Background: an optimization exercise with open tools, aiming at small area. Do not read the settings as production practice. Function was checked by simulation only, so behaviour that the tests miss may differ from the original.

[flow/constraint.sdc]
create_clock -name core_clock -period 13.0 [get_ports {clk}]
set_input_delay 2.6000 -clock core_clock [delete_from_list [all_inputs] [get_ports {clk}]]
set_output_delay 2.6000 -clock core_clock [all_outputs]
set_load 0.01 [all_outputs]
[flow/design.v]
module heddle_pixel (
    input  wire        clk,
    input  wire        rst,
    input  wire        in_valid,
    input  wire [15:0] in_x,
    input  wire [15:0] in_dark,
    input  wire [15:0] in_gain,
    input  wire [15:0] in_shade,
    input  wire [15:0] in_pg,
    input  wire [6:0]  in_lin,
    input  wire        in_rchk,
    input  wire [1:0]  in_range,
    input  wire [15:0] cfg_dig_hi,
    input  wire [15:0] cfg_dig_lo,
    input  wire [2:0]  cfg_format,
    input  wire [3:0]  cfg_rshift,
    input  wire [15:0] cfg_out_ofs,
    input  wire        cfg_range_force,
    output wire [17:0] lin_rd_addr,
    input  wire [15:0] lin_rd_p0,
    input  wire [15:0] lin_rd_p1,
    output reg         out_valid,
    output reg  [23:0] out_y3,
    output reg  [31:0] out_code,
    output reg  [1:0]  out_range,
    output reg         out_clip_gain,
    output reg         out_clip_pack
);
    localparam [6:0] LIN_BYPASS = 7'd127;
    reg        s1_valid;
    reg [15:0] s1_x, s1_dark, s1_gain, s1_shade, s1_pg;
    reg [6:0]  s1_lin;
    reg [1:0]  s1_range;
    reg [2:0]  s1_format;
    reg [3:0]  s1_rshift;
    reg [15:0] s1_ofs;
    reg        s1_force;
    wire [1:0] range_chk = (in_x >= cfg_dig_hi) ? 2'd1 :
                           (in_x <= cfg_dig_lo) ? 2'd2 : 2'd0;
    always @(posedge clk) begin
        if (rst) s1_valid <= 1'b0;
        else     s1_valid <= in_valid;
        s1_x      <= in_x;
        s1_dark   <= in_dark;
        s1_gain   <= in_gain;
        s1_shade  <= in_shade;
        s1_pg     <= in_pg;
        s1_lin    <= in_lin;
        s1_range  <= in_rchk ? range_chk : in_range;
        s1_format <= cfg_format;
        s1_rshift <= cfg_rshift;
        s1_ofs    <= cfg_out_ofs;
        s1_force  <= cfg_range_force;
    end
    wire signed [17:0] y1 = $signed({2'b00, s1_x}) - $signed({2'b00, s1_dark});
    wire signed [17:0] y1_sh = y1 >>> 4;
    wire        [11:0] k = (y1_sh < 0)         ? 12'd0 :
                           (y1_sh > 18'sd4094) ? 12'd4094 : y1_sh[11:0];
    wire signed [17:0] f = y1 - $signed({2'b00, k, 4'b0000});
    assign lin_rd_addr = {s1_lin[5:0], k};
    wire [31:0] gs = s1_gain * s1_shade;
    wire [17:0] gc = (gs + 32'd8192) >> 14;
    reg        s2_valid;
    reg signed [17:0] s2_y1, s2_f;
    reg        s2_bypass;
    reg [17:0] s2_gc;
    reg [15:0] s2_pg;
    reg [1:0]  s2_range;
    reg [2:0]  s2_format;
    reg [3:0]  s2_rshift;
    reg [15:0] s2_ofs;
    reg        s2_force;
    always @(posedge clk) begin
        if (rst) s2_valid <= 1'b0;
        else     s2_valid <= s1_valid;
        s2_y1     <= y1;
        s2_f      <= f;
        s2_bypass <= (s1_lin == LIN_BYPASS);
        s2_gc     <= gc;
        s2_pg     <= s1_pg;
        s2_range  <= s1_range;
        s2_format <= s1_format;
        s2_rshift <= s1_rshift;
        s2_ofs    <= s1_ofs;
        s2_force  <= s1_force;
    end
    wire signed [16:0] pd   = $signed({1'b0, lin_rd_p1}) - $signed({1'b0, lin_rd_p0});
    wire signed [35:0] pm   = pd * s2_f;
    wire signed [35:0] y2w  = $signed({20'd0, lin_rd_p0}) + ((pm + 36'sd8) >>> 4);
    wire signed [17:0] y2_lin = (y2w > 36'sd131071)  ? 18'sd131071 :
                                (y2w < -36'sd131072) ? -18'sd131072 : y2w[17:0];
    wire signed [17:0] y2 = s2_bypass ? s2_y1 : y2_lin;
    wire [33:0] gp  = s2_gc * s2_pg;
    wire [20:0] gtw = (gp + 34'd8192) >> 14;
    wire [17:0] gt  = (gtw > 21'h3FFFF) ? 18'h3FFFF : gtw[17:0];
    reg        s3_valid;
    reg signed [17:0] s3_y2;
    reg [17:0] s3_gt;
    reg [1:0]  s3_range;
    reg [2:0]  s3_format;
    reg [3:0]  s3_rshift;
    reg [15:0] s3_ofs;
    reg        s3_force;
    always @(posedge clk) begin
        if (rst) s3_valid <= 1'b0;
        else     s3_valid <= s2_valid;
        s3_y2     <= y2;
        s3_gt     <= gt;
        s3_range  <= s2_range;
        s3_format <= s2_format;
        s3_rshift <= s2_rshift;
        s3_ofs    <= s2_ofs;
        s3_force  <= s2_force;
    end
    wire signed [36:0] yp  = s3_y2 * $signed({1'b0, s3_gt});
    wire signed [36:0] y3w = (yp + 37'sd512) >>> 10;
    wire               clip_g = (y3w > 37'sd8388607) || (y3w < -37'sd8388608);
    wire signed [23:0] y3 = (y3w > 37'sd8388607)  ? 24'sh7FFFFF :
                            (y3w < -37'sd8388608) ? 24'sh800000 : y3w[23:0];
    reg        s4_valid;
    reg signed [23:0] s4_y3;
    reg        s4_clip_g;
    reg [1:0]  s4_range;
    reg [2:0]  s4_format;
    reg [3:0]  s4_rshift;
    reg [15:0] s4_ofs;
    reg        s4_force;
    always @(posedge clk) begin
        if (rst) s4_valid <= 1'b0;
        else     s4_valid <= s3_valid;
        s4_y3     <= y3;
        s4_clip_g <= clip_g;
        s4_range  <= s3_range;
        s4_format <= s3_format;
        s4_rshift <= s3_rshift;
        s4_ofs    <= s3_ofs;
        s4_force  <= s3_force;
    end
    wire signed [27:0] vo = s4_y3 + ($signed(s4_ofs) <<< 4);
    wire [4:0]  sh   = 5'd4 + {1'b0, s4_rshift};
    wire signed [27:0] half = 28'sd1 <<< (sh - 5'd1);
    wire signed [27:0] vq   = (vo + half) >>> sh;
    reg  [4:0]  nbits;
    always @(*) begin
        case (s4_format)
            3'd0:    nbits = 5'd8;
            3'd1:    nbits = 5'd10;
            3'd2:    nbits = 5'd12;
            default: nbits = 5'd16;
        endcase
    end
    wire signed [27:0] top = (28'sd1 <<< nbits) - 28'sd1;
    reg [31:0] code;
    reg        clip_p;
    always @(*) begin
        clip_p = 1'b0;
        if (s4_format == 3'd4) begin
            if (s4_force && s4_range == 2'd1)      code = 32'h7FFF_FFFF;
            else if (s4_force && s4_range == 2'd2) code = 32'h8000_0000;
            else                                   code = {{4{vo[27]}}, vo};
        end else begin
            if (s4_force && s4_range == 2'd1)      code = {4'd0, top};
            else if (s4_force && s4_range == 2'd2) code = 32'd0;
            else if (vq < 0) begin
                code = 32'd0;
                clip_p = 1'b1;
            end else if (vq > top) begin
                code = {4'd0, top};
                clip_p = 1'b1;
            end else
                code = {4'd0, vq};
        end
    end
    always @(posedge clk) begin
        if (rst) out_valid <= 1'b0;
        else     out_valid <= s4_valid;
        out_y3        <= s4_y3;
        out_code      <= code;
        out_range     <= s4_range;
        out_clip_gain <= s4_clip_g;
        out_clip_pack <= clip_p;
    end
endmodule
[flow/run.sh]
#!/bin/bash
# synth_recipe.tcl (not shown) runs the flow's synth.tcl, then flattens the netlist and writes it again
# the make line also repeats each setting of config.mk as NAME=value (left out here)
make -C /OpenROAD-flow-scripts/flow DESIGN_CONFIG=/design/flow/config.mk WORK_HOME=/design/flow/orfs CLKGATE_MAP_FILE= SYNTH_SCRIPT=/design/flow/synth_recipe.tcl finish
[flow/config.mk]
export PLATFORM = sky130hd
export DESIGN_NAME = heddle_pixel
export DESIGN_NICKNAME = heddle_pixel
export VERILOG_FILES = /design/flow/design.v
export SDC_FILE = /design/flow/constraint.sdc
export NUM_CORES = 4
export LEC_CHECK = 0
export CAP_MARGIN = 20
export CORE_MARGIN = 2
export CORE_UTILIZATION = 40
export SLEW_MARGIN = 20
==> summary.txt <==
CP Capture Type=register; final hold vios=0; Synth area leaders=fa_1 35%, dfxtp_1 13%, ha_1 13%; post-synthesis cell area=between 50000 and 60000 µm²; Critical Path RT=13.48 ns; synth warn=1; final period demand of the worst path=12.62 ns; antenna viol nets, final=0; dpl hpwl=127000 µm; global-route wire length before repair=254000 µm; num rows=138; share of the yosys chip area belonging to registers=13.3%; CP bufs+invs=8; share of layout cells above drive strength 1=6.29%; Synth top area share=34.8%; GRT Util Overall=approximately 22%; Initial Util=between 40% and 50%; grt peak-use layer=met2; Main synth FF type=dfxtp_1; register area=7630 µm²; Fillers=13800; Cell Area, Placed=about 63000 µm²; max-cap violation count=0; multi-input logic area=44000 µm²; final setup fails=0; Vias/cell=5.04; area leader, netlist=fa_1; max-slew violations=0; DR DRC count=0; Area growth syn-to-layout=13.5%; syn_area_per_cell=8.96 µm²; Max Fclk=79.3 MHz; drt pass-1 iters=5; H-Tree Depth=2; CP max-delay cell=fa_1; critical-path maximum fanout=9; drt wl/cell=18.0 µm; clk sink count=381; worst rel slew slack=21.6%; DRT Wirelength=155000 µm; via count=43400; period utilization=a little over nine tenths; layout net count=8474; gr ovfl total=0; initial antenna violation count=6; register bit count reported by yosys=381; crit-path most repeated cell=fa_1; Port Buffers=259; die width=382 µm; Clk Latency, worst-skew pair=0.66 ns; Mapped Cells=between 6000 and 7000; ys async rst share=0%; CP startpoint kind=input port; Setup TNS=0 ns; Arr. time, crit path=13.10 ns; count of hold-fix buffers inserted at cts=0; pin count of the biggest net entering global routing=35; CTS Buffer Depth=3; number of synthesized flops with an enable pin=0; grt met3 use=2.77%; Core Region=142000 µm²; Least-Margin Pin Slew=1.17 ns; CP peak stage delay=0.56 ns; number of global-route vias before repair=~46000; Synth cell types=88; DRT iter0 DRCs=2319; routing usage on met2=37.6%; CTS tree=yes; Min-Delay Path Class=register to register; CP delay by family, top=adder cells; Die Y=~380 µm; Num CTS Buffers=48; Clock transition at path regs=0.06 ns; WS Path Type=input port to register; met1 usage=28.7%; Final Skew=0.0298 ns; IO Pins=260; die area=146000 µm²; GPL Wtd Cong=between 0.9 and 1; fin area=64900 µm²; status=no timing/DRC/antenna violations; Root Driver=clkbuf_16
-- worst register-to-register path, delay by kind of cell (launching register included) --
family / cells / cell delay, ns
compound gates: 13 / 3.80
fa+ha+maj: 4 / 1.78
simple gates: 9 / 1.94
flops: 1 / 0.91
buf+inv: 2 / 0.37
mux: 2 / 0.88
xor+xnor: 1 / 0.25
-- Yosys cell counts, drive strengths merged (16+ instances only) --
cell / number
nand2b: 61
nor2b: 70
clkbuf: 222
nand3: 66
nor4: 17
o21ai: 148
xnor2: 109
buf: 22
ha: 599
fa: 995
and2: 427
or3: 16
inv: 1268
dfxtp: 381
nor2: 220
nand4: 29
o21a: 42
a31oi: 22
a221oi: 16
o211ai: 26
a21oi: 217
nor3: 82
xor2: 55
mux2i: 26
and3: 17
nand2: 864
a21boi: 16
a21o: 87
o21bai: 16
a211oi: 31
o31ai: 17
-- kinds of logic (layout without fill, tap and decap cells) --
group                    after synthesis  after routing  share of synthesized area [%]
AO/OA/AOI/OAI                        754            754                           8.70
XOR/XNOR                             164            164                           2.51
adder cells (fa/ha/maj)             1594           1594                           47.9
buffers and inverters               1513           1855                           10.0
flip-flops                           381            381                           13.3
multiplexers                          52             52                           1.26
other                                  2             12                         0.0131
AND/OR/NAND/NOR                     1927           1927                           16.3
-- sequential cells by signal, summed over array words and instances (netlist names), 18 cells and up --
name and flops:
s3_y2 18, s2_gc 18, out_code 30, s4_y3 24, s2_f 18, out_y3 24, s3_gt 18
-- routing by layer --
metal | vias to the layer above | wire, µm
met5 | - | 0
met4 | 0 | 3820
met3 | 199 | 7200
met2 | 944 | 75400
met1 | 21800 | 68900
li1 | 20500 | -
-- worst paths after layout --
path	startpoint	endpoint	slack [ns]	cells after the start
setup / recovery	lin_rd_p0[1]	s3_y2[6]	0.38	45
hold / removal	s1_ofs[14]	s2_ofs[14]	0.33	0
setup reg to reg	s4_rshift[0]	out_code[21]	2.96	31
hold reg to reg	s1_ofs[14]	s2_ofs[14]	0.33	0
-- through the flow --
stage | utilization (%) | instances | hold WS [ns] | worst slack [ns]
2_1_floorplan | - | 6395 | 0.310 | 0.0231
3_3_place_gp | 44.5 | 8534 | 0.310 | -0.582
3_5_place_dp | 44.5 | 8534 | 0.312 | -0.714
4_1_cts | 45.7 | 8622 | 0.326 | 0.000205
5_1_grt | 45.8 | 8627 | 0.330 | -0.0801
6_report | 45.8 | 8629 | 0.325 | 0.383
-- layout by cell type, fill, tap and decap left out, types with 76 or more instances in the layout --
master           count
nand2_1            864
a21oi_1            217
xnor2_1            109
ha_1               599
inv_1             1268
buf_4              234
and2_1             426
nor2_1             219
nor3_1              76
clkdlybuf4s50_1    259
dfxtp_1            381
a21o_1              87
fa_1               995
o21ai_0            130
-- area by class of cell --
type	instances	share of cell area [%]
multi-input combinational	4501	67.8
antenna	2	0.00771
clock buffer	55	1.97
timing repair buffer	498	6.85
tap	1890	3.64
sequential	381	11.7
inverter	1269	7.34
clock inverter	33	0.671
-- repair_timing --
action / CTS / global route
gates cloned: 0 / 1
gates resized for setup: 3 / 35
endpoints found under the setup margin: 10 / 18
buffers inserted: 0 / 4
pin swaps: 0 / 15

-- what the ideal ports hide --
In the flow no input, the clock included, has a driving cell. The finished layout below was timed again as built, in two steps. Step 1 (the two cells are an assumption about what drives the block):
set clk [get_ports {clk}]
set_driving_cell -lib_cell sky130_fd_sc_hd__clkbuf_16 $clk
set_driving_cell -lib_cell sky130_fd_sc_hd__buf_2 [delete_from_list [all_inputs] $clk]
Step 2 adds t to the input delays and takes it off the output delays; t is the mean of the earliest and latest rising clock arrival at the registers after step 1. Input paths then give back, and output paths get back, about the clock's delay inside the block. Slacks: ideal ports / drivers / drivers and shift; pairs: ideal ports / drivers.
t (ns): 0.708
setup WS [ns]: 0.383 / 0.425 / -0.283
hold WS [ns]: 0.325 / 0.325 / 0.325
slew at the worst register clock pin (ns): 0.08 / 0.08
Met with ideal ports but missed after step 2: setup timing in this run. For this run, drivers alone change the setup slack by +0.042 ns; drivers and shift together by -0.666 ns.
